Background: an optimization exercise with open tools, aiming at small area, a short achievable clock period and few clock cycles per item. Do not read the settings as production practice. Function was checked by simulation only, so behaviour that the tests miss may differ from the original.

**flow/design.v**
```verilog
module rolk_xu (
    input  wire        clk,
    input  wire        rst,           
    input  wire        in_valid,
    output wire        in_ready,
    input  wire [31:0] in_insn,
    input  wire [63:0] in_ga,
    input  wire [63:0] in_gb,
    input  wire [63:0] in_gc,
    input  wire [63:0] in_gd,
    input  wire [31:0] in_seed,
    output reg         out_valid,
    output reg         out_illegal,
    output reg  [63:0] out_result
);
    function [63:0] c32_12;
        input [39:0] u;
        reg [82:40] t;
        begin
            t[40] = u[4] ^ u[7];
            t[41] = u[5] ^ u[6];
            t[42] = u[1] ^ u[2];
            t[43] = u[0] ^ u[3];
            t[44] = u[33] ^ u[38];
            t[45] = u[34] ^ u[36];
            t[46] = t[40] ^ t[41];
            t[47] = u[35] ^ u[37];
            t[48] = u[7] ^ u[39];
            t[49] = u[32] ^ t[45];
            t[50] = u[0] ^ t[40];
            t[51] = u[2] ^ u[5];
            t[52] = u[3] ^ u[4];
            t[53] = t[44] ^ t[47];
            t[54] = t[42] ^ t[43];
            t[55] = t[41] ^ t[42];
            t[56] = u[2] ^ u[3];
            t[57] = u[1] ^ u[5];
            t[58] = u[1] ^ t[41];
            t[59] = u[3] ^ u[7];
            t[60] = u[33] ^ u[35];
            t[61] = u[0] ^ t[47];
            t[62] = u[6] ^ t[45];
            t[63] = t[43] ^ t[44];
            t[64] = u[1] ^ u[36];
            t[65] = u[34] ^ u[39];
            t[66] = u[6] ^ t[40];
            t[67] = u[3] ^ t[40];
            t[68] = u[0] ^ u[4];
            t[69] = u[2] ^ u[7];
            t[70] = u[2] ^ t[41];
            t[71] = u[33] ^ t[61];
            t[72] = t[42] ^ t[53];
            t[73] = t[42] ^ t[48];
            t[74] = u[34] ^ t[63];
            t[75] = u[37] ^ t[48];
            t[76] = u[38] ^ u[39];
            t[77] = t[49] ^ t[51];
            t[78] = u[35] ^ t[65];
            t[79] = u[1] ^ u[32];
            t[80] = u[0] ^ t[44];
            t[81] = u[37] ^ u[39];
            t[82] = u[32] ^ u[34];
            c32_12[0] = u[4] ^ u[8] ^ t[54];
            c32_12[1] = u[4] ^ u[5] ^ u[9] ^ t[54];
            c32_12[2] = u[10] ^ t[52] ^ t[55];
            c32_12[3] = u[11] ^ t[46] ^ t[56];
            c32_12[4] = u[7] ^ u[12] ^ t[55];
            c32_12[5] = u[1] ^ u[13] ^ t[66];
            c32_12[6] = u[14] ^ t[57] ^ t[67];
            c32_12[7] = u[3] ^ u[15] ^ t[58];
            c32_12[8] = u[2] ^ u[6] ^ u[16] ^ t[50];
            c32_12[9] = u[17] ^ t[50] ^ t[51];
            c32_12[10] = u[4] ^ u[18] ^ t[70];
            c32_12[11] = u[19] ^ t[41] ^ t[59];
            c32_12[12] = u[6] ^ u[20] ^ t[42] ^ t[59];
            c32_12[13] = u[1] ^ u[7] ^ u[21];
            c32_12[14] = u[1] ^ u[22] ^ t[52];
            c32_12[15] = u[23] ^ t[51] ^ t[68];
            c32_12[16] = u[24] ^ t[43] ^ t[58];
            c32_12[17] = u[6] ^ u[25] ^ t[42] ^ t[50];
            c32_12[18] = u[5] ^ u[26] ^ t[40];
            c32_12[19] = u[4] ^ u[27] ^ t[41] ^ t[54];
            c32_12[20] = u[3] ^ u[28] ^ t[42] ^ t[46];
            c32_12[21] = u[0] ^ u[7] ^ u[29] ^ t[58];
            c32_12[22] = u[30] ^ t[43] ^ t[66];
            c32_12[23] = u[31] ^ t[51] ^ t[59];
            c32_12[24] = u[6] ^ t[42];
            c32_12[25] = t[43] ^ t[69];
            c32_12[26] = u[2];
            c32_12[27] = u[3];
            c32_12[28] = t[68];
            c32_12[29] = u[0] ^ t[57];
            c32_12[30] = u[0] ^ u[6] ^ t[42];
            c32_12[31] = u[7] ^ t[54];
            c32_12[32] = u[16] ^ t[49] ^ t[50] ^ t[60];
            c32_12[33] = u[17] ^ t[49] ^ t[57] ^ t[71];
            c32_12[34] = u[0] ^ u[18] ^ t[62] ^ t[72];
            c32_12[35] = u[3] ^ u[19] ^ u[38] ^ t[45] ^ t[47] ^ t[73];
            c32_12[36] = u[2] ^ u[20] ^ t[74] ^ t[75];
            c32_12[37] = u[21] ^ t[48] ^ t[63] ^ t[64];
            c32_12[38] = u[22] ^ u[36] ^ t[71] ^ t[73];
            c32_12[39] = u[23] ^ t[67] ^ t[72];
            c32_12[40] = u[24] ^ t[52] ^ t[76] ^ t[77];
            c32_12[41] = u[3] ^ u[25] ^ t[41] ^ t[49] ^ t[75];
            c32_12[42] = u[26] ^ u[37] ^ u[38] ^ t[62];
            c32_12[43] = u[27] ^ u[38] ^ t[48] ^ t[61];
            c32_12[44] = u[1] ^ u[28] ^ t[44] ^ t[50] ^ t[78];
            c32_12[45] = u[5] ^ u[29] ^ u[33] ^ u[39] ^ t[40] ^ t[42];
            c32_12[46] = u[30] ^ u[36] ^ t[46] ^ t[56] ^ t[60];
            c32_12[47] = u[31] ^ u[37] ^ t[43] ^ t[46] ^ t[49];
            c32_12[48] = t[46] ^ t[53] ^ t[79];
            c32_12[49] = t[48] ^ t[49] ^ t[70] ^ t[80];
            c32_12[50] = u[6] ^ t[52] ^ t[64] ^ t[81];
            c32_12[51] = t[53] ^ t[77];
            c32_12[52] = u[3] ^ u[39] ^ t[53] ^ t[62];
            c32_12[53] = u[32] ^ t[80] ^ t[81];
            c32_12[54] = u[32] ^ u[35] ^ t[40] ^ t[64] ^ t[76];
            c32_12[55] = t[47] ^ t[50] ^ t[51] ^ t[65];
            c32_12[56] = u[1] ^ t[46] ^ t[74];
            c32_12[57] = u[0] ^ u[32] ^ t[42] ^ t[46] ^ t[78];
            c32_12[58] = u[34] ^ t[52] ^ t[55];
            c32_12[59] = u[35] ^ t[46] ^ t[56];
            c32_12[60] = u[32] ^ u[36] ^ t[43] ^ t[46];
            c32_12[61] = u[33] ^ u[37] ^ t[46] ^ t[79];
            c32_12[62] = t[41] ^ t[44] ^ t[69] ^ t[82];
            c32_12[63] = u[3] ^ u[6] ^ t[48] ^ t[60] ^ t[82];
        end
    endfunction
    function [63:0] c64_t2;
        input [63:0] u;
        reg [111:64] t;
        begin
            t[64] = u[52] ^ u[53];
            t[65] = u[55] ^ u[60];
            t[66] = u[57] ^ u[61];
            t[67] = u[56] ^ u[63];
            t[68] = u[48] ^ u[58];
            t[69] = u[49] ^ u[59];
            t[70] = u[51] ^ u[62];
            t[71] = u[50] ^ u[54];
            t[72] = t[64] ^ t[68];
            t[73] = t[66] ^ t[70];
            t[74] = u[60] ^ t[67];
            t[75] = t[65] ^ t[69];
            t[76] = u[62] ^ t[71];
            t[77] = u[49] ^ u[61];
            t[78] = u[50] ^ u[55];
            t[79] = u[56] ^ t[66];
            t[80] = u[51] ^ t[67];
            t[81] = u[48] ^ u[53];
            t[82] = u[52] ^ u[54];
            t[83] = u[58] ^ t[70];
            t[84] = u[50] ^ t[65];
            t[85] = u[48] ^ t[64];
            t[86] = u[59] ^ u[62];
            t[87] = u[57] ^ t[69];
            t[88] = u[57] ^ u[63];
            t[89] = u[52] ^ u[58];
            t[90] = t[76] ^ t[79];
            t[91] = u[51] ^ t[72];
            t[92] = u[55] ^ t[71];
            t[93] = t[67] ^ t[77];
            t[94] = u[50] ^ u[56];
            t[95] = u[53] ^ t[68];
            t[96] = t[72] ^ t[74];
            t[97] = t[64] ^ t[66];
            t[98] = u[48] ^ u[52];
            t[99] = t[64] ^ t[65];
            t[100] = u[51] ^ t[82];
            t[101] = t[73] ^ t[78];
            t[102] = t[67] ^ t[86];
            t[103] = t[74] ^ t[83];
            t[104] = u[54] ^ t[83];
            t[105] = t[76] ^ t[87];
            t[106] = t[75] ^ t[95];
            t[107] = u[59] ^ t[88];
            t[108] = t[65] ^ t[81];
            t[109] = t[77] ^ t[80];
            t[110] = t[72] ^ t[84];
            t[111] = u[59] ^ u[63];
            c64_t2[0] = u[55] ^ t[90] ^ t[98];
            c64_t2[1] = u[63] ^ t[71] ^ t[77] ^ t[91];
            c64_t2[2] = t[64] ^ t[69] ^ t[70] ^ t[92];
            c64_t2[3] = t[71] ^ t[80] ^ t[99];
            c64_t2[4] = u[50] ^ t[70] ^ t[81];
            c64_t2[5] = u[49] ^ u[63] ^ t[100];
            c64_t2[6] = t[64] ^ t[78];
            c64_t2[7] = t[85] ^ t[101];
            c64_t2[8] = u[49] ^ t[64] ^ t[67] ^ t[104];
            c64_t2[9] = u[61] ^ t[81] ^ t[102];
            c64_t2[10] = t[84] ^ t[93] ^ t[98];
            c64_t2[11] = u[49] ^ u[53] ^ t[73] ^ t[94];
            c64_t2[12] = u[55] ^ u[61] ^ t[68] ^ t[80];
            c64_t2[13] = u[48] ^ u[61] ^ t[69] ^ t[92];
            c64_t2[14] = u[49] ^ u[56] ^ t[70] ^ t[84];
            c64_t2[15] = u[50] ^ u[52] ^ t[66] ^ t[80];
            c64_t2[16] = u[0] ^ u[57] ^ t[64] ^ t[83];
            c64_t2[17] = u[1] ^ t[66] ^ t[78] ^ t[95] ^ t[102];
            c64_t2[18] = u[2] ^ u[54] ^ t[87] ^ t[103];
            c64_t2[19] = u[3] ^ u[54] ^ t[68] ^ t[74] ^ t[86];
            c64_t2[20] = u[4] ^ u[63] ^ t[66] ^ t[75];
            c64_t2[21] = u[5] ^ u[57] ^ t[65] ^ t[68] ^ t[82];
            c64_t2[22] = u[6] ^ t[72] ^ t[105];
            c64_t2[23] = u[7] ^ t[69] ^ t[73] ^ t[96];
            c64_t2[24] = u[8] ^ t[67] ^ t[106];
            c64_t2[25] = u[9] ^ u[60] ^ t[69] ^ t[71] ^ t[79];
            c64_t2[26] = u[10] ^ u[58] ^ t[73] ^ t[84];
            c64_t2[27] = u[11] ^ u[51] ^ t[68] ^ t[92] ^ t[107];
            c64_t2[28] = u[12] ^ u[51] ^ u[56] ^ t[75] ^ t[89];
            c64_t2[29] = u[13] ^ u[54] ^ t[86] ^ t[108];
            c64_t2[30] = u[14] ^ u[54] ^ t[65] ^ t[93];
            c64_t2[31] = u[15] ^ u[48] ^ t[82];
            c64_t2[32] = u[16] ^ u[49] ^ t[85] ^ t[90];
            c64_t2[33] = u[17] ^ t[72] ^ t[109];
            c64_t2[34] = u[18] ^ t[64] ^ t[105];
            c64_t2[35] = u[19] ^ t[73] ^ t[96];
            c64_t2[36] = u[20] ^ u[54] ^ u[58] ^ u[62] ^ u[63] ^ t[69] ^ t[97];
            c64_t2[37] = u[21] ^ u[59] ^ t[66] ^ t[96];
            c64_t2[38] = u[22] ^ t[72] ^ t[75] ^ t[94];
            c64_t2[39] = u[23] ^ t[70] ^ t[75] ^ t[85];
            c64_t2[40] = u[24] ^ u[49] ^ u[62] ^ t[88] ^ t[108];
            c64_t2[41] = u[25] ^ u[58] ^ t[71] ^ t[93];
            c64_t2[42] = u[26] ^ u[57] ^ u[59] ^ t[70] ^ t[78];
            c64_t2[43] = u[27] ^ u[51] ^ t[74] ^ t[89];
            c64_t2[44] = u[28] ^ u[59] ^ t[97];
            c64_t2[45] = u[29] ^ t[79] ^ t[110];
            c64_t2[46] = u[30] ^ t[69] ^ t[78] ^ t[91];
            c64_t2[47] = u[31] ^ t[73] ^ t[75] ^ t[81];
            c64_t2[48] = u[32] ^ t[74] ^ t[76] ^ t[77] ^ t[89];
            c64_t2[49] = u[33] ^ u[53] ^ t[101] ^ t[111];
            c64_t2[50] = u[34] ^ t[82] ^ t[103];
            c64_t2[51] = u[35] ^ u[55] ^ t[97] ^ t[111];
            c64_t2[52] = u[36] ^ t[66] ^ t[110];
            c64_t2[53] = u[37] ^ t[78] ^ t[87] ^ t[91];
            c64_t2[54] = u[38] ^ t[73] ^ t[106];
            c64_t2[55] = u[39] ^ t[68] ^ t[75] ^ t[88];
            c64_t2[56] = u[40] ^ u[58] ^ u[60] ^ u[61] ^ t[69] ^ t[94];
            c64_t2[57] = u[41] ^ u[48] ^ u[56] ^ u[59] ^ t[65] ^ t[100];
            c64_t2[58] = u[42] ^ u[49] ^ t[79] ^ t[99];
            c64_t2[59] = u[43] ^ u[53] ^ u[58] ^ t[90];
            c64_t2[60] = u[44] ^ u[55] ^ t[104] ^ t[107];
            c64_t2[61] = u[45] ^ u[59] ^ t[65] ^ t[67] ^ t[89];
            c64_t2[62] = u[46] ^ u[59] ^ t[65] ^ t[76] ^ t[85];
            c64_t2[63] = u[47] ^ u[53] ^ u[54] ^ t[65] ^ t[109];
        end
    endfunction
    wire [5:0]  w_op  = in_insn[31:26];
    wire [3:0]  w_fn  = in_insn[3:0];
    wire [4:0]  w_k   = in_insn[10:6];
    wire [15:0] w_imm = in_insn[15:0];
    wire w_r    = w_op == 6'h01;
    wire w_i    = w_op >= 6'h04 && w_op <= 6'h0E;
    wire w_bfx  = w_op == 6'h0F;
    wire w_bfi  = w_op == 6'h10;
    wire w_orh  = w_op >= 6'h11 && w_op <= 6'h13;
    wire w_crc  = w_op == 6'h30;
    wire w_ill_r = in_insn[10:4] != 7'd0 || w_fn > 4'd13 || (w_fn >= 4'd12 && in_insn[15:11] != 5'd0);
    wire w_c32  = w_crc && in_insn[4:0] == 5'd0 && w_k >= 5'd1 && w_k <= 5'd8;
    wire w_h0   = w_crc && in_insn[4:0] == 5'd1 && w_k == 5'd0;
    wire w_h1   = w_crc && in_insn[4:0] == 5'd1 && w_k == 5'd1;
    wire w_ill  = w_r ? w_ill_r :
                  w_i ? (w_op >= 6'h08 && w_op <= 6'h0B && w_imm[15:6] != 10'd0) :
                  (w_bfx || w_bfi) ? w_imm[15:12] != 4'd0 :
                  w_orh ? 1'b0 :
                  w_crc ? !(w_c32 || w_h0 || w_h1) : 1'b1;
    wire w_shl = (w_r && w_fn == 4'd5) || w_op == 6'h08;
    wire w_shr = (w_r && w_fn == 4'd6) || w_op == 6'h09;
    wire w_sar = (w_r && w_fn == 4'd7) || w_op == 6'h0A;
    wire w_rot = (w_r && w_fn == 4'd8) || w_op == 6'h0B;
    wire w_min = (w_r && w_fn == 4'd9) || w_op == 6'h0C;
    wire w_max = (w_r && w_fn == 4'd10) || w_op == 6'h0D;
    wire w_mul = (w_r && w_fn == 4'd11) || w_op == 6'h0E;
    wire w_pc  = w_r && w_fn == 4'd12;
    wire w_add = (w_r && w_fn == 4'd0) || (w_r && w_fn == 4'd1) || w_op == 6'h04;
    wire w_and = (w_r && w_fn == 4'd2) || w_op == 6'h05;
    wire w_or  = (w_r && w_fn == 4'd3) || w_op == 6'h06 || w_orh;
    wire w_xor = (w_r && w_fn == 4'd4) || w_op == 6'h07;
    wire w_sh  = w_shl || w_shr || w_sar || w_rot || w_bfx || w_bfi;
    wire w_mm  = w_min || w_max;
    wire w_clz = w_r && w_fn == 4'd13;
    wire w_sub = w_r && w_fn == 4'd1;
    wire w_dir = w_shr || w_sar || w_bfx;
    wire w_eng = !w_ill && (w_mul || w_pc || w_crc);    
    wire w_sext = w_op == 6'h04 || w_op == 6'h0C || w_op == 6'h0D || w_op == 6'h0E;
    wire [15:0] w_ext = {16{w_sext & w_imm[15]}};
    wire [63:0] w_immb = {(w_op == 6'h13) ? w_imm : w_ext,
                          (w_op == 6'h12) ? w_imm : w_ext,
                          (w_op == 6'h11) ? w_imm : w_ext,
                          w_orh ? 16'd0 : w_imm};
    wire w_useimm = w_i || w_orh;
    wire w_hash = w_op == 6'h30 && in_insn[0];
    wire [63:0] w_y = w_bfi ? in_gd : w_useimm ? w_immb : w_hash ? in_ga : in_gb;
    wire [5:0] w_amt = (w_bfx || w_bfi) ? w_imm[11:6] : (w_r ? in_gb[5:0] : w_imm[5:0]);
    wire w_mc = w_mul || w_pc || w_op == 6'h30 && (in_insn[0] || in_insn[10:8] != 3'd0 || in_insn[7:6] == 2'd3);
    reg [47:0] w_pcn;
    integer b;
    always @(*) begin
        for (b = 0; b < 16; b = b + 1)
            w_pcn[3*b +: 3] = {2'd0, in_ga[4*b]} + {2'd0, in_ga[4*b+1]} +
                              {2'd0, in_ga[4*b+2]} + {2'd0, in_ga[4*b+3]};
    end
    function [11:0] booth;
        input [8:0] yy;
        integer k;
        begin
            for (k = 0; k < 4; k = k + 1) begin
                booth[3*k]     = yy[2*k+1] ^ yy[2*k];
                booth[3*k + 1] = (yy[2*k+2] & ~yy[2*k+1] & ~yy[2*k]) | (~yy[2*k+2] & yy[2*k+1] & yy[2*k]);
                booth[3*k + 2] = yy[2*k+2] & ~(yy[2*k+1] & yy[2*k]);
            end
        end
    endfunction
    reg        rdy_q;             
    reg [63:0] ga_q, gb_q;        
    reg [63:0] gc_q;              
    reg [63:0] gd_q;              
    reg [31:0] sd_q;              
    reg        q_alu, q_ill, q_add, q_and, q_or, q_xor, q_sh, q_mm, q_clz;
    reg        q_eng, q_mul, q_c32, q_h0, q_h1, q_pc;
    reg        q_sub, q_dir, q_sar, q_bf, q_bfi, q_all, q_min;
    reg [3:0]  q_nm1;             
    reg        q_odd;
    reg [5:0]  q_amt, q_pos, q_w;
    reg [11:0] q_bc;              
    assign in_ready = rdy_q;
    wire take = in_valid & rdy_q & !rst;
    wire [63:0] x = ga_q;
    wire [63:0] y = gb_q;
    function [63:0] ks_add;
        input [63:0] a, b;
        input        ci;
        reg   [63:0] g, p, gn, pn, c;
        integer k, d;
        begin
            g = a & b;
            p = a ^ b;
            g[0] = g[0] | (p[0] & ci);
            for (d = 1; d < 64; d = d * 2) begin
                gn = g;
                pn = p;
                for (k = d; k < 64; k = k + 1) begin
                    gn[k] = g[k] | (p[k] & g[k - d]);
                    pn[k] = p[k] & p[k - d];
                end
                g = gn;
                p = pn;
            end
            c = {g[62:0], ci};         
            ks_add = a ^ b ^ c;
        end
    endfunction
    wire [63:0] asum = ks_add(x, y ^ {64{q_sub}}, q_sub);
    function lt_s;
        input [63:0] a, b;
        reg   [63:0] gt, eq, gtn, eqn;
        integer k, d;
        begin
            gt = ~a & b;              
            eq = ~(a ^ b);
            gt[63] = a[63] & ~b[63];
            for (d = 1; d < 64; d = d * 2) begin
                gtn = gt;
                eqn = eq;
                for (k = 0; k < 64; k = k + 2 * d) begin
                    gtn[k] = gt[k + d] | (eq[k + d] & gt[k]);
                    eqn[k] = eq[k + d] & eq[k];
                end
                gt = gtn;
                eq = eqn;
            end
            lt_s = gt[0];
        end
    endfunction
    wire        lt   = lt_s(x, y);
    wire [63:0] mm   = (q_min ? lt : !lt) ? x : y;
    wire [63:0] r0    = q_amt[0] ? {x[62:0], x[63]}      : x;
    wire [63:0] r1    = q_amt[1] ? {r0[61:0], r0[63:62]} : r0;
    wire [63:0] r2    = q_amt[2] ? {r1[59:0], r1[63:60]} : r1;
    wire [63:0] r3    = q_amt[3] ? {r2[55:0], r2[63:56]} : r2;
    wire [63:0] r4    = q_amt[4] ? {r3[47:0], r3[63:48]} : r3;
    wire [63:0] rot   = q_amt[5] ? {r4[31:0], r4[63:32]} : r4;
    function [63:0] th_ge;
        input [5:0] a;
        reg [7:0] gh, eh, gl;
        integer k;
        begin
            for (k = 0; k < 8; k = k + 1) begin
                gh[k] = k > a[5:3];
                eh[k] = k == a[5:3];
                gl[k] = k >= a[2:0];
            end
            for (k = 0; k < 64; k = k + 1)
                th_ge[k] = gh[k / 8] | (eh[k / 8] & gl[k % 8]);
        end
    endfunction
    function [63:0] th_le;
        input [5:0] a;
        reg [7:0] lh, eh, ll;
        integer k;
        begin
            for (k = 0; k < 8; k = k + 1) begin
                lh[k] = k < a[5:3];
                eh[k] = k == a[5:3];
                ll[k] = k <= a[2:0];
            end
            for (k = 0; k < 64; k = k + 1)
                th_le[k] = lh[k / 8] | (eh[k / 8] & ll[k % 8]);
        end
    endfunction
    wire [63:0] m1    = q_all ? {64{1'b1}} : (th_ge(q_amt) ^ {64{q_dir}});
    wire [6:0]  hi    = {1'b0, q_pos} + {1'b0, q_w};
    wire [63:0] m2    = (q_bf && !hi[6]) ? th_le(hi[5:0]) : {64{1'b1}};
    wire [63:0] msk   = m1 & m2;
    wire [63:0] fill  = q_sar ? {64{x[63]}} : (q_bfi ? y : 64'd0);
    wire [63:0] shres = (rot & msk) | (fill & ~msk);
    function [2:0] lz4;    
        input [3:0] a;
        begin
            lz4[2]   = a == 4'd0;
            lz4[1:0] = a[3] ? 2'd0 : a[2] ? 2'd1 : a[1] ? 2'd2 : 2'd3;
        end
    endfunction
    reg [2:0] z1 [0:15];
    reg [3:0] z2 [0:7];
    reg [4:0] z3 [0:3];
    reg [5:0] z4 [0:1];
    reg [6:0] clz;
    integer g;
    always @(*) begin
        for (g = 0; g < 16; g = g + 1)
            z1[g] = lz4(x[4*g +: 4]);
        for (g = 0; g < 8; g = g + 1)
            z2[g] = (z1[2*g+1][2] && z1[2*g][2]) ? {1'b1, 3'd0} :
                    z1[2*g+1][2] ? {2'b01, z1[2*g][1:0]} : {2'b00, z1[2*g+1][1:0]};
        for (g = 0; g < 4; g = g + 1)
            z3[g] = (z2[2*g+1][3] && z2[2*g][3]) ? {1'b1, 4'd0} :
                    z2[2*g+1][3] ? {2'b01, z2[2*g][2:0]} : {2'b00, z2[2*g+1][2:0]};
        for (g = 0; g < 2; g = g + 1)
            z4[g] = (z3[2*g+1][4] && z3[2*g][4]) ? {1'b1, 5'd0} :
                    z3[2*g+1][4] ? {2'b01, z3[2*g][3:0]} : {2'b00, z3[2*g+1][3:0]};
        clz = (z4[1][5] && z4[0][5]) ? 7'd64 :
              z4[1][5] ? {2'b01, z4[0][4:0]} : {2'b00, z4[1][4:0]};
    end
    wire [63:0] alu_res = ({64{q_add}} & asum) |
                          ({64{q_and}} & (x & y)) |
                          ({64{q_or}}  & (x | y)) |
                          ({64{q_xor}} & (x ^ y)) |
                          ({64{q_mm}}  & mm) |
                          ({64{q_sh}}  & shres) |
                          ({64{q_clz}} & {57'd0, clz});
    reg        busy_q;            
    reg        mq_mul, mq_c32, mq_h0, mq_h1, mq_pc;
    reg [3:0]  rem_q;             
    reg        odd_q;             
    reg [1:0]  cy_q;              
    wire       m_mul = q_mul | (busy_q & mq_mul);
    wire       m_c32 = q_c32 | (busy_q & mq_c32);
    wire       m_h0  = q_h0  | (busy_q & mq_h0);
    wire       m_h1  = q_h1  | (busy_q & mq_h1);
    wire       m_pc  = q_pc  | (busy_q & mq_pc);
    wire       eng   = q_eng || busy_q;
    wire       last  = busy_q ? (rem_q == 4'd1) : (q_nm1 == 4'd0);
    wire       oddk  = busy_q ? odd_q : q_odd;
    wire [3:0] rem_after = q_eng ? q_nm1 : busy_q ? rem_q - 4'd1 : 4'd0;
    wire [63:0] s_in = busy_q ? gc_q : 64'd0;
    wire [63:0] c_in = busy_q ? gd_q : 64'd0;
    wire [1:0]  cy   = busy_q ? cy_q : 2'd0;
    reg  [63:0] row [0:3];
    reg  [3:0]  bneg;
    integer i;
    always @(*) begin
        for (i = 0; i < 4; i = i + 1) begin
            bneg[i] = q_bc[3*i + 2];
            row[i]  = ((({64{q_bc[3*i]}} & x) | ({64{q_bc[3*i + 1]}} & {x[62:0], 1'b0})) ^ {64{bneg[i]}}) << (2*i);
        end
    end
    wire [63:0] row2 = row[2];
    wire [63:0] row3 = row[3] | {58'd0, bneg[2], 1'b0, bneg[1], 1'b0, bneg[0]};
    wire [63:0] a1 = s_in ^ c_in ^ row[0];
    wire [63:0] b1 = ((s_in & c_in) | (s_in & row[0]) | (c_in & row[0])) << 1;
    wire [63:0] a2 = row[1] ^ row2 ^ row3;
    wire [63:0] b2 = ((row[1] & row2) | (row[1] & row3) | (row2 & row3)) << 1;
    wire [63:0] a3 = a1 ^ b1 ^ a2;
    wire [63:0] b3 = ((a1 & b1) | (a1 & a2) | (b1 & a2)) << 1;
    wire [63:0] s4 = a3 ^ b3 ^ b2;
    wire [63:0] c4 = ((a3 & b3) | (a3 & b2) | (b3 & b2)) << 1;
    reg  [15:0] lo_q;             
    wire [15:0] lo   = busy_q ? lo_q : 16'd0;
    wire [9:0]  rsum = {2'd0, lo[7:0]} + {2'd0, lo[15:9], 1'b0} + {3'd0, lo[8], 4'd0, cy};
    wire [7:0]  pbyte = rsum[7:0];
    wire [63:0] mul_prod = {pbyte, gb_q[63:8]};
    reg [4:0] pc16 [0:3];
    integer n;
    always @(*) begin
        for (n = 0; n < 4; n = n + 1)
            pc16[n] = ({2'd0, gd_q[12*n +: 3]} + {2'd0, gd_q[12*n + 3 +: 3]}) +
                      ({2'd0, gd_q[12*n + 6 +: 3]} + {2'd0, gd_q[12*n + 9 +: 3]});
    end
    wire [6:0] pcnt = ({2'd0, sd_q[4:0]} + {2'd0, sd_q[12:8]}) + ({2'd0, sd_q[20:16]} + {2'd0, sd_q[28:24]});
    wire [15:0] cdat  = gb_q[63:48];
    wire [31:0] c32s  = sd_q;
    wire [31:0] c32_v1 = c32s ^ {24'd0, cdat[15:8]};
    wire [63:0] c32_o = c32_12({c32s[15:8] ^ cdat[7:0], c32_v1});
    wire [31:0] c32_1 = c32_o[31:0];
    wire [31:0] c32_2 = c32_o[63:32];
    wire [63:0] c64_2 = c64_t2(gc_q ^ {cdat, 48'd0});
    wire [63:0] eng_res = ({64{m_mul}} & mul_prod) |
                          ({64{m_c32}} & {32'd0, oddk ? c32_1 : c32_2}) |
                          ({64{m_h0}}  & {32'd0, ~c32_2}) |
                          ({64{m_h1}}  & c64_2) |
                          ({64{m_pc}}  & {57'd0, pcnt});
    always @(posedge clk) begin
        if (rdy_q) begin
            ga_q <= in_ga;
            gb_q <= w_y;
            gc_q <= in_gc;
            gd_q <= w_hash ? in_gb : {16'd0, w_pcn};
            sd_q <= w_c32 ? in_ga[31:0] : in_seed;
            q_bc <= w_r ? booth({in_gb[7:0], 1'b0}) : booth({w_imm[7:0], 1'b0});
        end else begin
            if (m_mul) begin
                gb_q <= mul_prod;
                gc_q <= {8'd0, s4[63:8]};
                gd_q <= {8'd0, c4[63:8]};
            end else begin
                gb_q <= {gb_q[47:0], gd_q[63:48]};
                gd_q <= {gd_q[47:0], 16'd0};
                gc_q <= c64_2;
            end
            sd_q <= m_pc ? {3'd0, pc16[3], 3'd0, pc16[2], 3'd0, pc16[1], 3'd0, pc16[0]} : c32_2;
            q_bc <= booth(gb_q[15:7]);
        end
        cy_q <= rsum[9:8];
        lo_q <= {c4[7:1], bneg[3], s4[7:0]};
        q_alu <= take & !w_eng;
        q_ill <= w_ill;
        q_add <= take & w_add;  q_and <= take & w_and;  q_or <= take & w_or;
        q_xor <= take & w_xor;  q_sh  <= take & w_sh;   q_mm <= take & w_mm;
        q_clz <= take & w_clz;
        q_eng <= take & w_eng;
        q_mul <= take & w_eng & w_mul;
        q_pc  <= take & w_eng & w_pc;
        q_c32 <= take & w_c32;
        q_h0  <= take & w_h0;
        q_h1  <= take & w_h1;
        q_sub <= w_sub;
        q_dir <= w_dir;
        q_sar <= w_sar;
        q_bf  <= w_bfx || w_bfi;
        q_bfi <= w_bfi;
        q_all <= w_rot || (w_dir && w_amt == 6'd0);
        q_min <= w_min;
        q_nm1 <= w_c32 ? ((w_k[3:0] + 4'd1) >> 1) - 4'd1 : w_pc ? 4'd1 : w_mul ? 4'd8 : 4'd7;
        q_odd <= w_k[0];
        q_amt <= w_dir ? 6'd0 - w_amt : w_amt;
        q_pos <= w_bfi ? w_imm[11:6] : 6'd0;
        q_w   <= w_imm[5:0];
        if (q_eng) begin
            mq_mul <= q_mul;
            mq_c32 <= q_c32;
            mq_h0  <= q_h0;
            mq_h1  <= q_h1;
            mq_pc  <= q_pc;
            odd_q  <= q_odd;
        end
        rem_q <= rem_after;
        out_illegal <= q_alu & q_ill;
        out_result  <= alu_res | (eng_res & {64{!q_alu}});
        if (rst) begin
            rdy_q     <= 1'b1;
            busy_q    <= 1'b0;
            out_valid <= 1'b0;
        end else begin
            rdy_q     <= take ? !w_mc : (rem_after <= 4'd1);
            busy_q    <= rem_after != 4'd0;
            out_valid <= q_alu || (eng && last);
        end
    end
endmodule
```
**flow/standard.sh**
```bash
#!/bin/bash
# synth_recipe.tcl (not shown) runs the flow's synth.tcl, then flattens the netlist and writes it again
# the make line also repeats each setting of config.mk as NAME=value (left out here)
make -C /OpenROAD-flow-scripts/flow DESIGN_CONFIG=/design/flow/config.mk WORK_HOME=/design/flow/orfs CLKGATE_MAP_FILE= SYNTH_SCRIPT=/design/flow/synth_recipe.tcl "${@:-finish}"
```
**flow/flow/run.sh**
```bash
#!/bin/bash
set -euo pipefail
cd "$(dirname "$0")/.."
bash standard.sh SETUP_SLACK_MARGIN=6.5 \
    "BUFFER_PORTS_ARGS=-buffer_cell sky130_fd_sc_hd__buf_1" finish > make.log 2>&1
```
**flow/constraint.sdc**
```tcl
create_clock -name core_clock -period 10.0 [get_ports {clk}]
set_input_delay 2.0000 -clock core_clock [delete_from_list [all_inputs] [get_ports {clk}]]
set_output_delay 2.0000 -clock core_clock [all_outputs]
set_load 0.01 [all_outputs]
```
**flow/config.mk**
```make
export PLATFORM = sky130hd
export DESIGN_NAME = rolk_xu
export DESIGN_NICKNAME = rolk_xu
export VERILOG_FILES = /design/flow/design.v
export SDC_FILE = /design/flow/constraint.sdc
export NUM_CORES = 8
export LEC_CHECK = 0
export ABC_AREA = 1
export CAP_MARGIN = 35
export CORE_MARGIN = 2
export CORE_UTILIZATION = 45
export CTS_BUF_LIST = sky130_fd_sc_hd__clkbuf_4 sky130_fd_sc_hd__clkbuf_8
export GPL_TIMING_DRIVEN = 1
export SLEW_MARGIN = 35
```
==> flow_metrics.py, run 1 <==
metrics = {
    "detailed_routing": {
        "via_per_inst": 6.80,
        "wirelength_um": 430000,
        "drc": 0,
        "post_drt_wl_per_cell_um": 35.9,
        "drt-initial-drc-count": 15700,
        "drt-pass1-iter-count": 13,
        "vias": 81300,
        "ant_nets": 0,
    },
    "setup_path": {
        "cpPeakStageDelay_ns": 0.44,
        "cp.required_ns": 10.66,
        "crit_path_start_kind": "flip-flop",
        "path_depth": 16,
        "crit_path_top_delay_cell": "dfxtp_4",
        "crit_family": "simple AND/OR/NAND/NOR gates",
        "crit_path_end_kind": "flip-flop",
        "worstReg2RegEnd": "out_result[28]$_DFF_P_",
        "path_class": "reg -> reg",
        "crit_chain": "buf_12 -> clkinv_8 -> nand2_1 -> nand2_2 -> nand2_1 -> nand2_4 -> nand2_1 -> nand2_2 -> nand2_1 -> nand4_1 -> nand3_1 -> nand3_4 -> nand2_1 -> nand3_2 -> nor2_1 -> nand2_1",
        "cp_max_fo": 10,
        "reg2reg_from": "gb_q[59]$_DFF_P_",
        "reg2reg_slack_ns": 6.16,
        "worst_path_most_repeated_cell": "nand2_1",
        "worst_ep_arrival_time_ns": 4.51,
        "crit_path_start": "gb_q[59]$_DFF_P_",
        "crit_end": "out_result[28]$_DFF_P_",
        "path_buf_inv": 2,
        "reg2regPathDepth": 16,
    },
    "sta": {
        "finalClockSkew_ns": 0.0919,
        "setup-tns-final_ns": 0,
        "min_period_ns": 3.84,
        "fin_crit_sh_pct": 38.4,
        "finalHoldViolations": 0,
        "setup_violations": 0,
        "rsz0062_at_grt": "true",
        "worst_slew_pin_slew_ns": 1.38,
        "drv_slew": 0,
        "slew_headroom_pct": 8.01,
        "max_freq_ghz": 0.260,
    },
    "die": {
        "ioPinCount": 390,
        "die_w_um": 372,
        "coreArea_mm2": 0.134,
        "start_util_pct": 45.4,
        "num_rows": 134,
        "die_h_um": 372,
        "dieArea_mm2": 0.138,
    },
    "global_routing": {
        "grtUsageMet2_pct": 77.9,
        "grt_pass1_vias": 71200,
        "antenna_found_initial": 72,
        "grt_max_degree": 81,
        "overflow": 0,
        "groute.usage.overall_pct": 59.8,
        "met3_usage_pct": 37.1,
        "grt_busiest_layer": "met2",
        "grt_first_pass_wirelength_um": 572000,
        "met1_usage_pct": 65.6,
    },
    "layout": {
        "regArea_mm2": 0.00963,
        "final_cells": 12000,
        "fin_nets": 11000,
        "multi_input_area_mm2": 0.0463,
        "fillers": 13700,
        "layout-drive-gt1-share_pct": 10.6,
        "synthToLayoutAreaGrowth_pct": 16.0,
    },
    "clock_tree": {
        "cts-buffers-inserted": 87,
        "clockBufferDepth": 3,
        "cts_tree": "yes",
        "cts.sinks": 440,
        "clkLatencyLatePin_ns": 0.90,
        "ctsHoldBuffers": 0,
        "clk_pin_slew_worst_paths_ns": 0.06,
        "htree_num_levels": 3,
        "cts_root_buf": "clkbuf_8",
    },
    "outcome": {
        "status": "no timing/DRC/antenna violations",
    },
    "placed_design": {
        "dp_hpwl_um": 320000,
        "port_buffers": 379,
        "place_inst": 11500,
        "gp_congestion": 1.24,
    },
    "synthesis": {
        "synth_edf_count": 70,
        "yosysWarnings": 7,
        "syn-mean-instance-area_um2": 6.26,
        "ys_top_cells_by_area": "nand2_1 (17%), dfxtp_1 (12%), fa_1 (9.7%), nand3_1 (9.3%), ha_1 (7.6%)",
        "synth_top_area_share_pct": 16.8,
        "synth_fp_nets": 10700,
        "synth_area_leader_cell": "nand2_1",
        "ys_seq_area_share_pct": 15.6,
        "async_reset_ff_share_pct": 0,
        "yosysMostFrequentCell": "nand2_1",
        "synthFlopType": "dfxtp_1",
        "syn_inst": 9713,
        "netlist_area_mm2": 0.0608,
        "ys_seq_elements": 440,
        "synth_common_cells": "nand2_1 (2,718), inv_1 (1,127), nand3_1 (1,127)",
        "synth_cell_type_count": 68,
    },
    "flow_run": {
        "max_cap_viol_count": 0,
    },
    "worst_hold_path": {
        "hp-class": "reg -> reg",
    },
}
## metrics by stage
stage / cell area, um2 / hold slack, ns / setup WS [ns] / utilization [%]
3_3_place_gp: 63500 / 0.400 / 4.43 / 47.5
6_report: 70500 / 0.422 / 6.16 / 52.7
2_1_floorplan: 60800 / 0.385 / 6.48 / -
4_1_cts: 68200 / 0.420 / 6.44 / 51.0
5_1_grt: 70400 / 0.438 / 6.24 / 52.6
3_5_place_dp: 63500 / 0.399 / 4.50 / 47.5
## worst min path at each step
stage / from / cells past startpoint / end
2_1_floorplan: q_bc[11]$_DFF_P_ / 0 / lo_q[8]$_DFF_P_
3_3_place_gp: q_ill$_DFF_P_ / 2 / out_illegal$_DFF_P_
3_5_place_dp: q_ill$_DFF_P_ / 2 / out_illegal$_DFF_P_
4_1_cts: q_ill$_DFF_P_ / 2 / out_illegal$_DFF_P_
5_1_grt: q_ill$_DFF_P_ / 2 / out_illegal$_DFF_P_
6_report: q_ill$_DFF_P_ / 2 / out_illegal$_DFF_P_
## routing by layer
metal | share of wire [%] | up-vias | wire length (um)
li1 | - | 32700 | -
met1 | 32 | 37500 | 137000
met2 | 36 | 8441 | 156000
met3 | 19 | 2612 | 79600
met4 | 13 | 68 | 55400
met5 | 0.39 | - | 1670
## sequential cells by signal (all words and copies together) (netlist names), 2 cells and up
| register | cells |
|---|---|
| out_result | 64 |
| sd_q | 32 |
| gd_q | 64 |
| q_nm1 | 4 |
| gb_q | 64 |
| rem_q | 4 |
| gc_q | 64 |
| lo_q | 15 |
| q_bc | 12 |
| q_w | 6 |
| cy_q | 2 |
| q_amt | 6 |
| ga_q | 64 |
| q_pos | 6 |
## cells by family (layout without fill, tap and decap cells)
logic type | count (synthesis) | in the layout | synth area share [%]
AOI/OAI and AO/OA | 1739 | 1739 | 17.2
adders and majority gates | 661 | 661 | 17.2
other | 0 | 66 | 0
DFF | 440 | 440 | 15.6
and+or+nand+nor | 4692 | 4696 | 32.2
buffers and inverters | 1707 | 2120 | 10.8
muxes | 1 | 1 | 0.0185
xor gates and xnor gates | 473 | 473 | 6.96
## cell usage in the layout, fill, tap and decap left out, drive strengths merged, types with 50 or more instances in the layout
master / n
fa: 294
a21oi: 505
o211ai: 227
inv: 1129
nor2: 644
buf: 757
ha: 367
dfxtp: 370
o221ai: 62
o21ai: 476
nand3: 1129
nand2: 2756
nand4: 50
xor2: 437
diode: 66
o22ai: 295
edfxtp: 70
clkbuf: 136
## final cells by class
class                   count  area share (%)
multi-input cells        7570            65.6
flip-flops and latches    440            13.7
repair buffers            770            7.53
inverters                1184            6.86
well taps                1768            3.14
clock buffers             127            2.22
clock inverters            36           0.696
diodes                     66           0.234
repair inverters            3          0.0320
## worst reg2reg max path, cell delays in order, from the launching register on
cell and delay, ns:
dfxtp_4 0.44, buf_12 0.24, clkinv_8 0.24, nand2_1 0.20
nand2_2 0.22, nand2_1 0.20, nand2_4 0.17, nand2_1 0.12
nand2_2 0.17, nand2_1 0.16, nand4_1 0.12, nand3_1 0.27
nand3_4 0.22, nand2_1 0.21, nand3_2 0.35, nor2_1 0.20
nand2_1 0.17
## repair_timing
item | 4_1_cts | 5_1_grt
setup buffers | 148 | 93
resized for setup | 335 | 352
endpoints found under the setup margin | 296 | 196
endpoints found under the hold margin | 0 | 0
pin swaps | 9 | 39
gates cloned | 9 | 6
Testbench counts, summed over its fixed seeds: cycles 19,240, items 8,000.
==> run 2: changes to the inputs <==
--- a/flow/design.v
+++ b/flow/design.v
@@ -281,16 +281,35 @@
     wire w_sub = w_r && w_fn == 4'd1;
     wire w_dir = w_shr || w_sar || w_bfx;
     wire w_eng = !w_ill && (w_mul || w_pc || w_crc);    
-    wire w_sext = w_op == 6'h04 || w_op == 6'h0C || w_op == 6'h0D || w_op == 6'h0E;
+    wire w_sext = w_op == 6'h04 || w_op == 6'h0C || w_op == 6'h0D;
     wire [15:0] w_ext = {16{w_sext & w_imm[15]}};
-    wire [63:0] w_immb = {(w_op == 6'h13) ? w_imm : w_ext,
+    wire w_muli = w_op == 6'h0E;
+    wire [63:0] w_immb = {(w_op == 6'h13 || w_muli) ? w_imm : w_ext,
                           (w_op == 6'h12) ? w_imm : w_ext,
                           (w_op == 6'h11) ? w_imm : w_ext,
-                          w_orh ? 16'd0 : w_imm};
+                          (w_orh || w_muli) ? 16'd0 : w_imm};
     wire w_useimm = w_i || w_orh;
     wire w_hash = w_op == 6'h30 && in_insn[0];
     wire [63:0] w_y = w_bfi ? in_gd : w_useimm ? w_immb : w_hash ? in_ga : in_gb;
-    wire [5:0] w_amt = (w_bfx || w_bfi) ? w_imm[11:6] : (w_r ? in_gb[5:0] : w_imm[5:0]);
+    wire [5:0] w_amt  = (w_bfx || w_bfi) ? w_imm[11:6] : (w_r ? in_gb[5:0] : w_imm[5:0]);
+    wire [5:0] w_ramt = w_dir ? 6'd0 - w_amt : w_amt;
+    wire [63:0] w_ys  = w_y ^ {64{w_sub}};
+    wire [63:0] w_yi = {{48{w_imm[15]}}, w_imm};
+    reg [7:0] w_cgt, w_ceq;
+    integer cb;
+    always @(*) begin
+        for (cb = 0; cb < 8; cb = cb + 1) begin
+            if (cb == 7) begin
+                w_cgt[cb] = w_r ? ($signed(in_gb[63:56]) > $signed(in_ga[63:56]))
+                                : ($signed(w_yi[63:56]) > $signed(in_ga[63:56]));
+            end else begin
+                w_cgt[cb] = w_r ? (in_gb[8*cb +: 8] > in_ga[8*cb +: 8])
+                                : (w_yi[8*cb +: 8] > in_ga[8*cb +: 8]);
+            end
+            w_ceq[cb] = w_r ? (in_ga[8*cb +: 8] == in_gb[8*cb +: 8])
+                            : (in_ga[8*cb +: 8] == w_yi[8*cb +: 8]);
+        end
+    end
     wire w_mc = w_mul || w_pc || w_op == 6'h30 && (in_insn[0] || in_insn[10:8] != 3'd0 || in_insn[7:6] == 2'd3);
     reg [47:0] w_pcn;
     integer b;
@@ -321,19 +340,23 @@
     reg [3:0]  q_nm1;             
     reg        q_odd;
     reg [5:0]  q_amt, q_pos, q_w;
+    reg [7:0]  q_cgt, q_ceq;
     reg [11:0] q_bc;              
     assign in_ready = rdy_q;
     wire take = in_valid & rdy_q & !rst;
     wire [63:0] x = ga_q;
     wire [63:0] y = gb_q;
-    function [63:0] ks_add;
-        input [63:0] a, b;
+    wire [63:0] ay = y;               
+    wire [63:0] ag = x & ay;
+    wire [63:0] ap = x ^ ay;
+    function [63:0] ks_carry;       
+        input [63:0] g0, p0;
         input        ci;
-        reg   [63:0] g, p, gn, pn, c;
+        reg   [63:0] g, p, gn, pn;
         integer k, d;
         begin
-            g = a & b;
-            p = a ^ b;
+            g = g0;
+            p = p0;
             g[0] = g[0] | (p[0] & ci);
             for (d = 1; d < 64; d = d * 2) begin
                 gn = g;
@@ -345,33 +368,16 @@
                 g = gn;
                 p = pn;
             end
-            c = {g[62:0], ci};         
-            ks_add = a ^ b ^ c;
+            ks_carry = {g[62:0], ci};
         end
     endfunction
-    wire [63:0] asum = ks_add(x, y ^ {64{q_sub}}, q_sub);
-    function lt_s;
-        input [63:0] a, b;
-        reg   [63:0] gt, eq, gtn, eqn;
-        integer k, d;
-        begin
-            gt = ~a & b;              
-            eq = ~(a ^ b);
-            gt[63] = a[63] & ~b[63];
-            for (d = 1; d < 64; d = d * 2) begin
-                gtn = gt;
-                eqn = eq;
-                for (k = 0; k < 64; k = k + 2 * d) begin
-                    gtn[k] = gt[k + d] | (eq[k + d] & gt[k]);
-                    eqn[k] = eq[k + d] & eq[k];
-                end
-                gt = gtn;
-                eq = eqn;
-            end
-            lt_s = gt[0];
-        end
-    endfunction
-    wire        lt   = lt_s(x, y);
+    wire        acin = q_sub & q_add;
+    wire [63:0] asum = ap ^ ks_carry(ag, ap, acin);
+    wire [3:0]  lt_g1 = {q_cgt[7] | (q_ceq[7] & q_cgt[6]), q_cgt[5] | (q_ceq[5] & q_cgt[4]),
+                         q_cgt[3] | (q_ceq[3] & q_cgt[2]), q_cgt[1] | (q_ceq[1] & q_cgt[0])};
+    wire [3:0]  lt_e1 = {q_ceq[7] & q_ceq[6], q_ceq[5] & q_ceq[4], q_ceq[3] & q_ceq[2], q_ceq[1] & q_ceq[0]};
+    wire [1:0]  lt_g2 = {lt_g1[3] | (lt_e1[3] & lt_g1[2]), lt_g1[1] | (lt_e1[1] & lt_g1[0])};
+    wire        lt    = lt_g2[1] | (lt_e1[3] & lt_e1[2] & lt_g2[0]);
     wire [63:0] mm   = (q_min ? lt : !lt) ? x : y;
     wire [63:0] r0    = q_amt[0] ? {x[62:0], x[63]}      : x;
     wire [63:0] r1    = q_amt[1] ? {r0[61:0], r0[63:62]} : r0;
@@ -379,37 +385,29 @@
     wire [63:0] r3    = q_amt[3] ? {r2[55:0], r2[63:56]} : r2;
     wire [63:0] r4    = q_amt[4] ? {r3[47:0], r3[63:48]} : r3;
     wire [63:0] rot   = q_amt[5] ? {r4[31:0], r4[63:32]} : r4;
-    function [63:0] th_ge;
-        input [5:0] a;
-        reg [7:0] gh, eh, gl;
+    function [63:0] th;
+        input [7:0] h8, e8, l8;
         integer k;
         begin
-            for (k = 0; k < 8; k = k + 1) begin
-                gh[k] = k > a[5:3];
-                eh[k] = k == a[5:3];
-                gl[k] = k >= a[2:0];
-            end
             for (k = 0; k < 64; k = k + 1)
-                th_ge[k] = gh[k / 8] | (eh[k / 8] & gl[k % 8]);
+                th[k] = h8[k / 8] | (e8[k / 8] & l8[k % 8]);
         end
     endfunction
-    function [63:0] th_le;
-        input [5:0] a;
-        reg [7:0] lh, eh, ll;
-        integer k;
-        begin
-            for (k = 0; k < 8; k = k + 1) begin
-                lh[k] = k < a[5:3];
-                eh[k] = k == a[5:3];
-                ll[k] = k <= a[2:0];
-            end
-            for (k = 0; k < 64; k = k + 1)
-                th_le[k] = lh[k / 8] | (eh[k / 8] & ll[k % 8]);
+    reg [7:0] m1h, m1e, m1l, m2h, m2e, m2l;
+    wire [6:0] hi = {1'b0, q_pos} + {1'b0, q_w};
+    integer kk;
+    always @(*) begin
+        for (kk = 0; kk < 8; kk = kk + 1) begin
+            m1h[kk] = q_all | (q_dir ? kk < q_amt[5:3] : kk > q_amt[5:3]);
+            m1e[kk] = kk == q_amt[5:3];
+            m1l[kk] = q_dir ? kk < q_amt[2:0] : kk >= q_amt[2:0];
+            m2h[kk] = !q_bf | hi[6] | (kk < hi[5:3]);
+            m2e[kk] = kk == hi[5:3];
+            m2l[kk] = kk <= hi[2:0];
         end
-    endfunction
-    wire [63:0] m1    = q_all ? {64{1'b1}} : (th_ge(q_amt) ^ {64{q_dir}});
-    wire [6:0]  hi    = {1'b0, q_pos} + {1'b0, q_w};
-    wire [63:0] m2    = (q_bf && !hi[6]) ? th_le(hi[5:0]) : {64{1'b1}};
+    end
+    wire [63:0] m1    = th(m1h, m1e, m1l);
+    wire [63:0] m2    = th(m2h, m2e, m2l);
     wire [63:0] msk   = m1 & m2;
     wire [63:0] fill  = q_sar ? {64{x[63]}} : (q_bfi ? y : 64'd0);
     wire [63:0] shres = (rot & msk) | (fill & ~msk);
@@ -441,10 +439,10 @@
         clz = (z4[1][5] && z4[0][5]) ? 7'd64 :
               z4[1][5] ? {2'b01, z4[0][4:0]} : {2'b00, z4[1][4:0]};
     end
-    wire [63:0] alu_res = ({64{q_add}} & asum) |
-                          ({64{q_and}} & (x & y)) |
-                          ({64{q_or}}  & (x | y)) |
-                          ({64{q_xor}} & (x ^ y)) |
+    wire [63:0] alu_res = ({64{q_add | mul_fin}} & asum) |
+                          ({64{q_and}} & ag) |
+                          ({64{q_or}}  & (ag | ap)) |
+                          ({64{q_xor}} & ap) |
                           ({64{q_mm}}  & mm) |
                           ({64{q_sh}}  & shres) |
                           ({64{q_clz}} & {57'd0, clz});
@@ -452,7 +450,6 @@
     reg        mq_mul, mq_c32, mq_h0, mq_h1, mq_pc;
     reg [3:0]  rem_q;             
     reg        odd_q;             
-    reg [1:0]  cy_q;              
     wire       m_mul = q_mul | (busy_q & mq_mul);
     wire       m_c32 = q_c32 | (busy_q & mq_c32);
     wire       m_h0  = q_h0  | (busy_q & mq_h0);
@@ -462,9 +459,6 @@
     wire       last  = busy_q ? (rem_q == 4'd1) : (q_nm1 == 4'd0);
     wire       oddk  = busy_q ? odd_q : q_odd;
     wire [3:0] rem_after = q_eng ? q_nm1 : busy_q ? rem_q - 4'd1 : 4'd0;
-    wire [63:0] s_in = busy_q ? gc_q : 64'd0;
-    wire [63:0] c_in = busy_q ? gd_q : 64'd0;
-    wire [1:0]  cy   = busy_q ? cy_q : 2'd0;
     reg  [63:0] row [0:3];
     reg  [3:0]  bneg;
     integer i;
@@ -474,6 +468,8 @@
             row[i]  = ((({64{q_bc[3*i]}} & x) | ({64{q_bc[3*i + 1]}} & {x[62:0], 1'b0})) ^ {64{bneg[i]}}) << (2*i);
         end
     end
+    wire [63:0] s_in = {busy_q ? gc_q[55:0] : 56'd0, 1'b0, bneg[3], 6'd0};
+    wire [63:0] c_in = {busy_q ? gd_q[55:0] : 56'd0, 8'd0};
     wire [63:0] row2 = row[2];
     wire [63:0] row3 = row[3] | {58'd0, bneg[2], 1'b0, bneg[1], 1'b0, bneg[0]};
     wire [63:0] a1 = s_in ^ c_in ^ row[0];
@@ -484,11 +480,8 @@
     wire [63:0] b3 = ((a1 & b1) | (a1 & a2) | (b1 & a2)) << 1;
     wire [63:0] s4 = a3 ^ b3 ^ b2;
     wire [63:0] c4 = ((a3 & b3) | (a3 & b2) | (b3 & b2)) << 1;
-    reg  [15:0] lo_q;             
-    wire [15:0] lo   = busy_q ? lo_q : 16'd0;
-    wire [9:0]  rsum = {2'd0, lo[7:0]} + {2'd0, lo[15:9], 1'b0} + {3'd0, lo[8], 4'd0, cy};
-    wire [7:0]  pbyte = rsum[7:0];
-    wire [63:0] mul_prod = {pbyte, gb_q[63:8]};
+    wire        mul_lastc = busy_q & mq_mul & (rem_q == 4'd2);    
+    wire        mul_fin   = busy_q & mq_mul & (rem_q == 4'd1);    
     reg [4:0] pc16 [0:3];
     integer n;
     always @(*) begin
@@ -504,34 +497,36 @@
     wire [31:0] c32_1 = c32_o[31:0];
     wire [31:0] c32_2 = c32_o[63:32];
     wire [63:0] c64_2 = c64_t2(gc_q ^ {cdat, 48'd0});
-    wire [63:0] eng_res = ({64{m_mul}} & mul_prod) |
-                          ({64{m_c32}} & {32'd0, oddk ? c32_1 : c32_2}) |
+    wire [63:0] eng_res = ({64{m_c32}} & {32'd0, oddk ? c32_1 : c32_2}) |
                           ({64{m_h0}}  & {32'd0, ~c32_2}) |
                           ({64{m_h1}}  & c64_2) |
                           ({64{m_pc}}  & {57'd0, pcnt});
     always @(posedge clk) begin
         if (rdy_q) begin
             ga_q <= in_ga;
-            gb_q <= w_y;
+            gb_q <= w_ys;
             gc_q <= in_gc;
             gd_q <= w_hash ? in_gb : {16'd0, w_pcn};
             sd_q <= w_c32 ? in_ga[31:0] : in_seed;
-            q_bc <= w_r ? booth({in_gb[7:0], 1'b0}) : booth({w_imm[7:0], 1'b0});
+            q_bc <= w_r ? booth(in_gb[63:55]) : booth(w_imm[15:7]);
         end else begin
             if (m_mul) begin
-                gb_q <= mul_prod;
-                gc_q <= {8'd0, s4[63:8]};
-                gd_q <= {8'd0, c4[63:8]};
+                if (mul_lastc) begin
+                    ga_q <= s4;
+                    gb_q <= c4;
+                end else begin
+                    gb_q <= {gb_q[55:0], 8'd0};
+                end
+                gc_q <= s4;
+                gd_q <= c4;
             end else begin
                 gb_q <= {gb_q[47:0], gd_q[63:48]};
                 gd_q <= {gd_q[47:0], 16'd0};
                 gc_q <= c64_2;
             end
             sd_q <= m_pc ? {3'd0, pc16[3], 3'd0, pc16[2], 3'd0, pc16[1], 3'd0, pc16[0]} : c32_2;
-            q_bc <= booth(gb_q[15:7]);
+            q_bc <= booth(gb_q[55:47]);
         end
-        cy_q <= rsum[9:8];
-        lo_q <= {c4[7:1], bneg[3], s4[7:0]};
         q_alu <= take & !w_eng;
         q_ill <= w_ill;
         q_add <= take & w_add;  q_and <= take & w_and;  q_or <= take & w_or;
@@ -550,9 +545,11 @@
         q_bfi <= w_bfi;
         q_all <= w_rot || (w_dir && w_amt == 6'd0);
         q_min <= w_min;
-        q_nm1 <= w_c32 ? ((w_k[3:0] + 4'd1) >> 1) - 4'd1 : w_pc ? 4'd1 : w_mul ? 4'd8 : 4'd7;
+        q_nm1 <= w_c32 ? ((w_k[3:0] + 4'd1) >> 1) - 4'd1 : w_pc ? 4'd1 : w_mul ? (w_muli ? 4'd2 : 4'd8) : 4'd7;
         q_odd <= w_k[0];
-        q_amt <= w_dir ? 6'd0 - w_amt : w_amt;
+        q_amt <= w_ramt;
+        q_cgt <= w_cgt;
+        q_ceq <= w_ceq;
         q_pos <= w_bfi ? w_imm[11:6] : 6'd0;
         q_w   <= w_imm[5:0];
         if (q_eng) begin
==> flow/flow/run.sh (replaced) <==
#!/bin/bash
set -euo pipefail
cd "$(dirname "$0")/.."
bash standard.sh SETUP_SLACK_MARGIN=6.5 \
    "BUFFER_PORTS_ARGS=-buffer_cell sky130_fd_sc_hd__buf_1" \
    "CTS_ARGS=-sink_clustering_enable -repair_clock_nets -dont_use_dummy_load -sink_clustering_size 14 -sink_clustering_max_diameter 60 -buf_list {sky130_fd_sc_hd__clkbuf_4 sky130_fd_sc_hd__clkbuf_8}" \
    finish > make.log 2>&1
--- a/flow/config.mk
+++ b/flow/config.mk
@@ -8,7 +8,6 @@
 export ABC_AREA = 1
 export CAP_MARGIN = 35
 export CORE_MARGIN = 2
-export CORE_UTILIZATION = 45
-export CTS_BUF_LIST = sky130_fd_sc_hd__clkbuf_4 sky130_fd_sc_hd__clkbuf_8
+export CORE_UTILIZATION = 35
 export GPL_TIMING_DRIVEN = 1
 export SLEW_MARGIN = 35
==> run 2 against run 1 <==
- global-route usage shrank 9.4 points
- via count shrank 2.3%
- utilization shrank 11 points
- hold slack gained 0.012 ns
- critical endpoint is now out_result[3]$_DFF_P_
==> flow_metrics.py, run 2 <==
metrics = {
    "outcome": {
        "status": "no timing/DRC/antenna violations",
    },
    "synthesis": {
        "yosysMostFrequentCell": "nand2_1",
        "ys_top_cells_by_area": "nand2_1 (16%), dfxtp_1 (12%), nand3_1 (9.9%), fa_1 (9.1%), inv_1 (7.5%)",
        "ys_seq_elements": 438,
        "syn_inst": 9878,
        "synth_common_cells": "nand2_1 (2,624), inv_1 (1,229), nand3_1 (1,218)",
        "syn-mean-instance-area_um2": 6.23,
        "netlist_area_mm2": 0.0615,
        "ys_seq_area_share_pct": 15.4,
        "async_reset_ff_share_pct": 0,
        "synth_top_area_share_pct": 16.0,
        "synth_fp_nets": 10800,
        "yosysWarnings": 7,
        "synth_cell_type_count": 66,
        "synth_area_leader_cell": "nand2_1",
        "synthFlopType": "dfxtp_1",
        "synth_edf_count": 70,
    },
    "setup_path": {
        "cp_max_fo": 8,
        "worst_ep_arrival_time_ns": 4.37,
        "cp.required_ns": 10.70,
        "reg2reg_from": "gb_q[55]$_DFF_P_",
        "path_class": "reg -> reg",
        "crit_path_start_kind": "flip-flop",
        "reg2regPathDepth": 14,
        "worstReg2RegEnd": "out_result[3]$_DFF_P_",
        "crit_end": "out_result[3]$_DFF_P_",
        "reg2reg_slack_ns": 6.34,
        "crit_path_start": "gb_q[55]$_DFF_P_",
        "crit_path_end_kind": "flip-flop",
    },
    "layout": {
        "synthToLayoutAreaGrowth_pct": 16.6,
        "layout_commonest_cell": "nand2_1",
        "final_util_pct": 41.2,
        "fin_nets": 11200,
        "multi_input_area_mm2": 0.0473,
        "most-common-layout-cells": "nand2_1 (2,552), nand3_1 (1,200), inv_1 (1,130)",
        "fillers": 19100,
        "regArea_mm2": 0.00967,
        "layout-drive-gt1-share_pct": 11.8,
    },
    "die": {
        "die_h_um": 423,
        "start_util_pct": 35.3,
        "die_w_um": 423,
        "num_rows": 153,
        "dieArea_mm2": 0.179,
        "coreArea_mm2": 0.174,
        "ioPinCount": 390,
    },
    "clock_tree": {
        "clk_pin_slew_worst_paths_ns": 0.09,
        "clockBufferDepth": 3,
        "ctsHoldBuffers": 0,
        "cts_tree": "yes",
        "cts-buffers-inserted": 68,
        "cts_root_buf": "clkbuf_8",
        "cts.sinks": 438,
        "htree_num_levels": 3,
        "clkLatencyLatePin_ns": 0.91,
    },
    "sta": {
        "min_period_ns": 3.66,
        "rsz0062_at_grt": "true",
        "drv_slew": 0,
        "slew_headroom_pct": 25.0,
        "finalClockSkew_ns": 0.123,
        "fin_crit_sh_pct": 36.6,
        "setup_violations": 0,
        "worst_slew_pin_slew_ns": 1.13,
        "max_freq_ghz": 0.273,
        "setup-tns-final_ns": 0,
        "finalHoldViolations": 0,
    },
    "detailed_routing": {
        "wirelength_um": 477000,
        "drt-pass1-iter-count": 9,
        "ant_nets": 0,
        "drt-initial-drc-count": 13000,
        "post_drt_wl_per_cell_um": 37.8,
        "via_per_inst": 6.31,
        "vias": 79500,
        "drc": 0,
    },
    "global_routing": {
        "overflow": 0,
        "grt_max_degree": 110,
        "antenna_found_initial": 48,
        "groute.usage.overall_pct": 50.4,
        "grt_first_pass_wirelength_um": 616000,
        "grt_pass1_vias": 70800,
    },
    "placed_design": {
        "dp_hpwl_um": 372000,
        "port_buffers": 379,
        "gp_congestion": 1.13,
    },
    "flow_run": {
        "max_cap_viol_count": 0,
    },
    "worst_hold_path": {
        "hp-class": "reg -> reg",
    },
}
## run 2: worst max-delay path, stage by stage (launching register included)
cell and delay, ns:
dfxtp_1 0.35, buf_8 0.29, clkinv_8 0.20, nand2_1 0.10, nand2_1 0.21, nand2_1 0.19, nand2_4 0.17, xnor2_2 0.36
inv_1 0.20, nand2_1 0.11, nand2_1 0.36, a21oi_2 0.36, nand3_1 0.28, nand2_1 0.14, nand2_1 0.09
## run 2: logic make-up after synthesis
kind of cell               after synthesis  share of synthesized area, %
AOI/OAI and AO/OA                     1933                          18.5
muxes                                    2                        0.0346
and+or+nand+nor                       4578                          31.5
adders and majority gates              631                          16.2
buffers and inverters                 1813                          11.3
xor gates and xnor gates               483                          7.07
DFF                                    438                          15.4
## run 2: worst min path at each step
stage,start,end,slack [ns],depth (start not counted)
2_1_floorplan,q_ill$_DFF_P_,out_illegal$_DFF_P_,0.39,2
3_3_place_gp,q_ill$_DFF_P_,out_illegal$_DFF_P_,0.41,2
3_5_place_dp,q_ill$_DFF_P_,out_illegal$_DFF_P_,0.41,2
4_1_cts,q_ill$_DFF_P_,out_illegal$_DFF_P_,0.44,2
5_1_grt,q_ill$_DFF_P_,out_illegal$_DFF_P_,0.46,2
6_report,q_ill$_DFF_P_,out_illegal$_DFF_P_,0.43,2
## run 2: per-layer routing
metal | vias to the layer above | GRT usage [%] | wire, um
met3 | 1528 | 21.7 | 68200
met1 | 38100 | 61.1 | 176000
li1 | 33400 | - | -
met5 | - | 0 | 380
met2 | 6467 | 68.3 | 182000
met4 | 34 | 41.5 | 50500
## run 2: what timing repair did
item                                    in CTS  in global routing
setup buffers                              152                 96
gates resized for setup                    463                419
cloned                                       5                 14
pin swaps                                   16                 83
hold endpoints to repair                     0                  0
endpoints found under the setup margin     401                268
## run 2: cell type report
type / count / area share, %
Timing Repair Buffer: 792 / 7.60
Tap cell: 2325 / 4.05
Multi-Input combinational cell: 7633 / 66.0
Inverter: 1304 / 7.47
Timing Repair inverter: 2 / 0.0192
Antenna cell: 37 / 0.129
Clock buffer: 68 / 1.30
Sequential cell: 438 / 13.5
## run 2: stage by stage
stage / cells / cell area [um2] / worst slack, ns / hold WS (ns)
final: 12600 / 71800 / 6.34 / 0.434
after floorplan: 9878 / 61500 / 6.51 / 0.390
after detailed placement: 12200 / 65200 / 4.93 / 0.415
after global routing: 12600 / 71700 / 6.39 / 0.461
after CTS: 12400 / 69000 / 6.34 / 0.435
after global placement: 12200 / 65100 / 4.72 / 0.407
Testbench counts of run 2, summed over its fixed seeds: cycles 16,894, items 8,000.

separate check: timing with driven ports:
No port has a modelled driver above. Below, the same layouts with a new extraction and two added sets of constraints.
Step 1: set_driving_cell puts a clkbuf_16 on clk and a buf_2 on each other input, an assumption about the parent block.
Step 2 times the ports against the registers' clock, not the clock port: input delays grow and output delays shrink by t, the midpoint of the rising clock arrivals with the driver on.
a / b / c = ideal ports / drivers / drivers and shift; a / b = the first two.
run | t (ns) | setup WS [ns] | latest minus earliest clock arrival (ns) | slew at the worst register clock pin (ns) | pins driven straight from the clock port
run 1 | 0.944 | 6.155 / 6.155 / 5.502 | 0.092 / 0.092 | 0.08 / 0.08 | 1
run 2 | 0.939 | 6.337 / 6.337 / 5.590 | 0.123 / 0.123 | 0.10 / 0.10 | 1
After both steps every run listed still meets setup and hold. For run 2, which loses most, drivers alone change the setup slack by 0.000 ns; drivers and shift together by -0.747 ns.
